This design comes from an exercise in tuning for small area, a short achievable clock period and few clock cycles per item on the open sky130 flow, not from production work.
RTL that was checked went through simulation tests only; none was proved equivalent to the original.
No activity file was given, so power comes from the tool's default toggle rates.

Setup of main:
==> flow/design.v <==
module rhalo_narrow (
    input  wire        clk,
    input  wire        rst,
    input  wire        in_valid,
    output wire        in_ready,
    input  wire [31:0] in_data,
    input  wire [3:0]  cfg_src,
    input  wire [3:0]  cfg_dst,
    input  wire [1:0]  cfg_rnd,
    input  wire [7:0]  cfg_es,
    input  wire [31:0] cfg_seed,
    input  wire [63:0] cfg_index,
    output wire        out_valid,
    input  wire        out_ready,
    output wire [15:0] out_t,
    output wire [24:0] out_r,
    output wire        out_esat,
    output wire        out_last,
    output wire [4:0]  out_k,
    output wire [7:0]  out_et,
    output wire        out_esc,
    output wire        out_sat,
    output wire        out_err
);
    localparam integer NS = 34;              
    localparam [31:0]  HC = 32'h9E37_79B1;   
    function [31:0] lfsr_step32;
        input [31:0] s;
        integer i;
        reg [31:0] v;
        begin
            v = s;
            for (i = 0; i < 32; i = i + 1)
                v = {v[30:0], v[31] ^ v[21] ^ v[1] ^ v[0]};
            lfsr_step32 = v;
        end
    endfunction
    function [31:0] sext_elem;
        input        s8;
        input        s16;
        input [31:0] d;
        begin
            sext_elem[7:0]   = d[7:0];
            sext_elem[15:8]  = s8 ? {8{d[7]}} : d[15:8];
            sext_elem[31:16] = s8 ? {16{d[7]}} : s16 ? {16{d[15]}} : d[31:16];
        end
    endfunction
    function [23:0] wide_therm;
        input [31:0] x;
        integer j;
        reg [30:0] e;
        reg        acc;
        begin
            e   = x[30:0] ^ {31{x[31]}};
            acc = 1'b0;
            wide_therm = 24'd0;
            for (j = 31; j >= 8; j = j - 1) begin
                acc = acc | e[j-1];
                wide_therm[j-8] = acc;
            end
        end
    endfunction
    function [4:0] therm_bin;
        input [23:0] t;
        integer b, m;
        reg [47:0] tx;
        begin
            tx = {24'd0, t};
            therm_bin = 5'd0;
            for (b = 0; b < 5; b = b + 1)
                for (m = 1; m <= 24; m = m + 1)
                    if (((m >> b) & 1) == 1 && ((m - 1) >> b) % 2 == 0)
                        therm_bin[b] = therm_bin[b] |
                            (t[m-1] & ~tx[m - 1 + (1 << b)]);
        end
    endfunction
    function [15:0] inc16;
        input [15:0] x;
        integer i;
        begin
            inc16[0] = ~x[0];
            for (i = 1; i < 16; i = i + 1)
                inc16[i] = x[i] ^ (&(x | ~((16'd1 << i) - 16'd1)));
        end
    endfunction
    function [5:0] inc_slot;
        input [5:0] s;
        begin
            inc_slot = (s == NS - 1) ? 6'd0 : s + 6'd1;
        end
    endfunction
    reg  [32*NS-1:0] ring;
    wire [31:0] ring0  = ring[31:0];
    wire [31:0] ring1  = ring[63:32];
    wire [31:0] ring33 = ring[32*NS-1 -: 32];
    wire wr;                                  
    wire [31:0] in_q;                         
    always @(posedge clk) begin
        ring[31:0]          <= ring33;
        ring[63:32]         <= ird ? in_q : ring0;
        ring[32*NS-1:64]    <= ring[32*NS-33:32];
    end
    reg [5:0] ph;         
    reg [5:0] head;       
    reg [5:0] tail;       
    reg       full;       
    reg [4:0] wi;         
    reg       ird;        
    reg       xfull;      
    wire rd;              
    reg  ov;              
    reg  [4:0] ri;        
    assign in_ready = ird;
    assign wr = in_valid & ird;
    wire       near     = (inc_slot(tail) == head);    
    wire       full_nx  = ~rd & (full | (wr & near));
    wire       xdone;                         
    wire       xfull_nx = (wr & (wi == 5'd0)) | (xfull & ~xdone);
    wire       wi_nz_nx = wr ? (wi != 5'd31) : (wi != 5'd0);
    wire       ird_nx   = (wr | (ph == tail)) & ~full_nx &
                          (wi_nz_nx | ~xfull_nx);
    always @(posedge clk) begin
        if (rst) begin
            ph   <= 6'd0;
            head <= NS - 1;
            tail <= NS - 1;
            full <= 1'b0;
            wi   <= 5'd0;
            ird  <= 1'b1;
        end else begin
            ph   <= inc_slot(ph);
            if (rd) head <= inc_slot(head);
            if (wr) tail <= inc_slot(tail);
            full <= full_nx;
            if (wr) wi <= wi + 5'd1;
            ird  <= ird_nx;
        end
    end
    reg         l_s8, l_s16;
    reg         l_w16;
    reg         l_rnd;
    reg         l_err;
    reg  [7:0]  l_es;
    reg  [23:0] therm;
    reg         nw1, nw1_first, kc;
    wire cfg_bad = (cfg_src == 4'd0) || (cfg_src > 4'd3) ||
                   (cfg_dst == 4'd0) || (cfg_dst > 4'd3) ||
                   (cfg_dst >= cfg_src) || cfg_rnd[1];
    wire cap = ird & (wi == 5'd0);
    always @(posedge clk) begin
        if (cap) begin
            l_s8  <= (cfg_src[1:0] == 2'd1);
            l_s16 <= (cfg_src[1:0] == 2'd2);
            l_w16 <= cfg_dst[1];
            l_rnd <= cfg_rnd[0];
            l_err <= cfg_bad;
            l_es  <= cfg_es;
        end
    end
    wire w_s8  = (wi == 5'd0) ? (cfg_src[1:0] == 2'd1) : l_s8;
    wire w_s16 = (wi == 5'd0) ? (cfg_src[1:0] == 2'd2) : l_s16;
    assign in_q = sext_elem(w_s8, w_s16, in_data);
    wire [23:0] th_el = wide_therm(ring1);
    wire [23:0] th_f  = (nw1_first ? 24'd0 : therm) | th_el;
    always @(posedge clk) begin
        if (rst) begin
            nw1 <= 1'b0;
            kc  <= 1'b0;
        end else begin
            nw1 <= wr;
            kc  <= wr && (wi == 5'd31);
        end
        nw1_first <= (wi == 5'd0);
        if (nw1) therm <= th_f;
    end
    wire [23:0] kth = l_w16 ? {8'd0, th_f[23:8]} : th_f;
    wire [4:0]  kn  = therm_bin(kth);
    reg         c_esc;
    integer m;
    always @(*) begin
        c_esc = 1'b0;
        for (m = 1; m <= 24; m = m + 1)
            if (l_es == 8'd128 - m[7:0])
                c_esc = c_esc | kth[m-1];
    end
    wire [4:0]  c_k  = l_err ? 5'd0 : c_esc ? ~l_es[4:0] : kn;
    wire [7:0]  c_es = l_err ? 8'd0 : l_es;
    reg       p_v;
    reg       p_w16, p_rnd, p_err, p_esc;  reg [4:0] p_k;  reg [7:0] p_es;
    reg       r_v;
    reg       r_w16, r_rnd, r_err, r_esc;  reg [4:0] r_k;  reg [7:0] r_es;
    wire elig;
    wire r_load  = ~r_v | (elig & (ri == 5'd31) & (~ov | out_ready));
    wire r_fromp = r_load & p_v;
    wire r_fromc = r_load & ~p_v & kc;
    always @(posedge clk) begin
        if (rst) begin
            p_v <= 1'b0;
            r_v <= 1'b0;
            ri  <= 5'd0;
        end else begin
            if (r_load) r_v <= p_v | kc;
            if (r_fromp) p_v <= kc;
            else if (kc && !r_fromc) p_v <= 1'b1;
            if (rd) ri <= ri + 5'd1;
        end
        if (kc && !r_fromc) begin
            p_w16 <= l_w16; p_rnd <= l_rnd;
            p_err <= l_err; p_esc <= c_esc & ~l_err; p_k <= c_k; p_es <= c_es;
        end
        if (r_fromp) begin
            r_w16 <= p_w16; r_rnd <= p_rnd;
            r_err <= p_err; r_esc <= p_esc; r_k <= p_k; r_es <= p_es;
        end else if (r_fromc) begin
            r_w16 <= l_w16; r_rnd <= l_rnd;
            r_err <= l_err; r_esc <= c_esc & ~l_err; r_k <= c_k; r_es <= c_es;
        end
    end
    reg  [31:0] xs, xi, sd;
    reg  [4:0]  mstep;
    reg         mfirst;
    reg         sfull;
    wire [31:0] dmul = (xi[31:30] == 2'd0) ? 32'd0 :
                       (xi[31:30] == 2'd1) ? HC :
                       (xi[31:30] == 2'd2) ? (HC << 1) : (HC * 32'd3);
    wire [31:0] hsum = (mfirst ? 32'd0 : (sd << 2)) + dmul;
    wire        mgo  = xfull & ~sfull;
    wire        mlast = mstep[4];
    assign xdone = mgo & mlast;
    always @(posedge clk) begin
        if (mgo)
            sd <= mlast ? (xs ^ sd) : hsum;
        if (cap) begin
            xs <= cfg_seed ^ cfg_index[63:32];
            xi <= cfg_index[31:0];
        end else if (mgo) begin
            xi <= xi << 2;
        end
    end
    reg  [31:0] lfsr;
    reg         lv;
    wire last_rd = (ri == 5'd31);
    wire l_seed  = last_rd | ~lv;
    wire l_load  = (rd & (~last_rd | sfull)) | (~lv & sfull);
    wire s_use   = l_seed & sfull & (rd | ~lv);
    wire [31:0] s0 = (sd == 32'd0) ? 32'd1 : sd;
    wire [31:0] l_next = lfsr_step32(l_seed ? s0 : lfsr);
    always @(posedge clk) begin
        if (rst) begin
            xfull  <= 1'b0;
            sfull  <= 1'b0;
            mstep  <= 5'd0;
            mfirst <= 1'b1;
            lv     <= 1'b0;
        end else begin
            xfull <= xfull_nx;
            if (xdone) sfull <= 1'b1;
            else if (s_use) sfull <= 1'b0;
            if (mgo) begin
                mstep  <= mlast ? 5'd0 : mstep + 5'd1;
                mfirst <= mlast;
            end
            if (l_load) lv <= 1'b1;
            else if (rd & last_rd) lv <= 1'b0;
        end
        if (l_load) lfsr <= l_next;
    end
    reg        sat_acc;
    assign elig  = r_v & (ph == head) & lv;
    assign rd  = elig & (~ov | out_ready);
    wire [31:0] q    = ring33;
    wire [31:0] v    = $signed(q) >>> r_k;
    wire [23:0] mask = ~(24'hFFFFFF << r_k);
    wire [23:0] f    = q[23:0] & mask;
    wire [23:0] hm   = mask >> 1;
    wire        hb   = |(q[23:0] & (mask ^ hm));
    wire        stk  = |(q[23:0] & hm);
    wire        up_rne = hb & (stk | v[0]);
    wire        up_sto = (lfsr[23:0] & mask) < f;
    wire        up   = r_rnd ? up_sto : up_rne;
    wire        sgn   = v[31];
    wire        fits  = r_w16 ? (v[31:15] == {17{sgn}}) : (v[31:7] == {25{sgn}});
    wire        lowhi = r_w16 ? (&v[14:0]) : (&v[6:0]);
    wire        is_lm = r_w16 ? (v[31:15] == 17'h1FFFE) : (v[31:7] == 25'h1FFFFFE);
    wire        ovh0  = ~sgn & ~fits;
    wire        ovl0  =  sgn & ~fits;
    wire        ovh1  = ~sgn & (~fits | lowhi);
    wire        ovl1  =  sgn & ~fits & ~(is_lm & lowhi);
    wire [15:0] hi16  = r_w16 ? 16'h7FFF : 16'h007F;
    wire [15:0] lo16  = r_w16 ? 16'h8000 : 16'hFF80;
    wire [15:0] t0    = ovh0 ? hi16 : ovl0 ? lo16 : v[15:0];
    wire [15:0] t1    = ovh1 ? hi16 : ovl1 ? lo16 : inc16(v[15:0]);
    wire        es0   = ovh0 | ovl0;
    wire        es1   = ovh1 | ovl1;
    wire [15:0] t_c   = up ? t1 : t0;
    wire        esat  = up ? es1 : es0;
    wire        rneg  = up & ~es1;
    wire [24:0] r_c   = {rneg, (f | (~mask & {24{rneg}}))};
    reg [15:0] o_t;
    reg [24:0] o_r;
    reg        o_esat, o_last, o_sat, o_esc, o_err;
    reg [4:0]  o_k;
    reg [7:0]  o_et;
    always @(posedge clk) begin
        if (rst) begin
            ov      <= 1'b0;
            sat_acc <= 1'b0;
        end else begin
            if (rd) ov <= 1'b1;
            else if (out_ready) ov <= 1'b0;
            if (rd) sat_acc <= last_rd ? 1'b0 : (sat_acc | (esat & ~r_err));
        end
        if (rd) begin
            o_t    <= r_err ? 16'd0 : t_c;
            o_r    <= (r_err | r_esc) ? 25'd0 : r_c;
            o_esat <= esat & ~r_err;
            o_last <= last_rd;
            o_sat  <= (sat_acc | esat) & ~r_err;
            o_k    <= r_k;
            o_et   <= r_es + {3'd0, r_k};
            o_esc  <= r_esc;
            o_err  <= r_err;
        end
    end
    assign out_valid = ov;
    assign out_t     = o_t;
    assign out_r     = o_r;
    assign out_esat  = o_esat;
    assign out_last  = o_last;
    assign out_k     = o_k;
    assign out_et    = o_et;
    assign out_esc   = o_esc;
    assign out_sat   = o_sat;
    assign out_err   = o_err;
endmodule
==> flow/config.mk <==
export PLATFORM = sky130hd
export DESIGN_NAME = rhalo_narrow
export DESIGN_NICKNAME = rhalo_narrow
export VERILOG_FILES = /design/flow/design.v
export SDC_FILE = /design/flow/constraint.sdc
export NUM_CORES = 4
export LEC_CHECK = 0
export CAP_MARGIN = 20
export CORE_MARGIN = 2
export CORE_UTILIZATION = 65
export CTS_BUF_LIST = sky130_fd_sc_hd__clkbuf_16
export CTS_CLUSTER_DIAMETER = 100
export CTS_CLUSTER_SIZE = 25
export PLACE_DENSITY = 0.75
export SLEW_MARGIN = 20
==> flow/constraint.sdc <==
create_clock -name core_clock -period 19.0 [get_ports {clk}]
set_input_delay 3.8000 -clock core_clock [delete_from_list [all_inputs] [get_ports {clk}]]
set_output_delay 3.8000 -clock core_clock [all_outputs]
set_load 0.01 [all_outputs]
standard.sh (not shown) runs the stock make flow with config.mk's settings and CLKGATE_MAP_FILE= SYNTH_SCRIPT=/design/flow/synth_recipe.tcl, a recipe that flattens the netlist after the stock synthesis.
==> flow/flow/run.sh <==
#!/bin/bash
# Standard ORFS layout (standard synthesis unchanged). Timing repair keeps a
# setup margin so that it shortens the design's paths, and the port buffers
# are plain buffers.
set -euo pipefail
bash standard.sh SETUP_SLACK_MARGIN=13.8 BUFFER_PORTS_ARGS="-buffer_cell sky130_fd_sc_hd__buf_1" finish > standard.log 2>&1
Looking at the reports, main completed the entire flow and the layout it produced met the timing, design-rule and antenna checks.
Input changes introduced in the feature branch (baseline for comparison: main):
--- a/flow/design.v
+++ b/flow/design.v
@@ -215,23 +215,23 @@
             r_w16 <= l_w16; r_rnd <= l_rnd;
             r_err <= l_err; r_esc <= c_esc & ~l_err; r_k <= c_k; r_es <= c_es;
         end
     end
     reg  [31:0] xs, xi, sd;
-    reg  [4:0]  mstep;
+    reg  [3:0]  mstep;
     reg         mfirst;
     reg         sfull;
     wire [31:0] dmul = (xi[31:30] == 2'd0) ? 32'd0 :
                        (xi[31:30] == 2'd1) ? HC :
                        (xi[31:30] == 2'd2) ? (HC << 1) : (HC * 32'd3);
     wire [31:0] hsum = (mfirst ? 32'd0 : (sd << 2)) + dmul;
     wire        mgo  = xfull & ~sfull;
-    wire        mlast = mstep[4];
+    wire        mlast = (mstep == 4'd15);
     assign xdone = mgo & mlast;
     always @(posedge clk) begin
         if (mgo)
-            sd <= mlast ? (xs ^ sd) : hsum;
+            sd <= hsum ^ (xs & {32{mlast}});
         if (cap) begin
             xs <= cfg_seed ^ cfg_index[63:32];
             xi <= cfg_index[31:0];
         end else if (mgo) begin
             xi <= xi << 2;
@@ -247,19 +247,19 @@
     wire [31:0] l_next = lfsr_step32(l_seed ? s0 : lfsr);
     always @(posedge clk) begin
         if (rst) begin
             xfull  <= 1'b0;
             sfull  <= 1'b0;
-            mstep  <= 5'd0;
+            mstep  <= 4'd0;
             mfirst <= 1'b1;
             lv     <= 1'b0;
         end else begin
             xfull <= xfull_nx;
             if (xdone) sfull <= 1'b1;
             else if (s_use) sfull <= 1'b0;
             if (mgo) begin
-                mstep  <= mlast ? 5'd0 : mstep + 5'd1;
+                mstep  <= mstep + 4'd1;
                 mfirst <= mlast;
             end
             if (l_load) lv <= 1'b1;
             else if (rd & last_rd) lv <= 1'b0;
         end
### Flow results
Between main and the feature branch, the number of top-level pins figures differ only marginally. Comparing main and the feature branch, the higher sequential power was measured on the feature branch. For count of clock buffers in the final design, dividing the value from the feature branch by the value from main gives 1.06. Worst setup slack after layout (the feature branch over main): increase, 0.043 ns. The feature branch ended with less final estimated routing congestion in global placement than main. Between main and the feature branch, the difference in sequential cell area is negligible. The feature branch vs. main: sequential cell count essentially unchanged, final design instance area without fill decreased 330 um2, sequential share of layout area increased 0.41 points, via count decreased 4.3%.
Testbench counts of the feature branch, summed over its fixed seeds: cycles 65,808, items 2,048.
The RTL of main was laid out without a check of its function.

afterwards: timing with drivers on the ports:
No port has a modelled driver above. Below, the same layouts with a new extraction and two added sets of constraints. Step 1 (the two cells are an assumption about what drives the block):
set clk [get_ports {clk}]
set_driving_cell -lib_cell sky130_fd_sc_hd__clkbuf_16 $clk
set_driving_cell -lib_cell sky130_fd_sc_hd__buf_2 [delete_from_list [all_inputs] $clk]
Step 2 times the ports against the registers' clock, not the clock port: input delays grow and output delays shrink by t, the midpoint of the rising clock arrivals with the driver on. a / b / c = ideal / step 1 / step 2; a / b = the first two.
| run | t (ns) | setup slack, ns | cell pins on the clock port's net |
|---|---|---|---|
| main | 0.702 | 13.857 / 13.788 / 13.176 | 1 |
| the feature branch | 0.704 | 13.900 / 13.834 / 13.257 | 1 |
After both steps setup and hold are still met in every run listed. The setup slack of main, which loses most, moves by -0.069 ns with the drivers and by -0.681 ns with both steps.
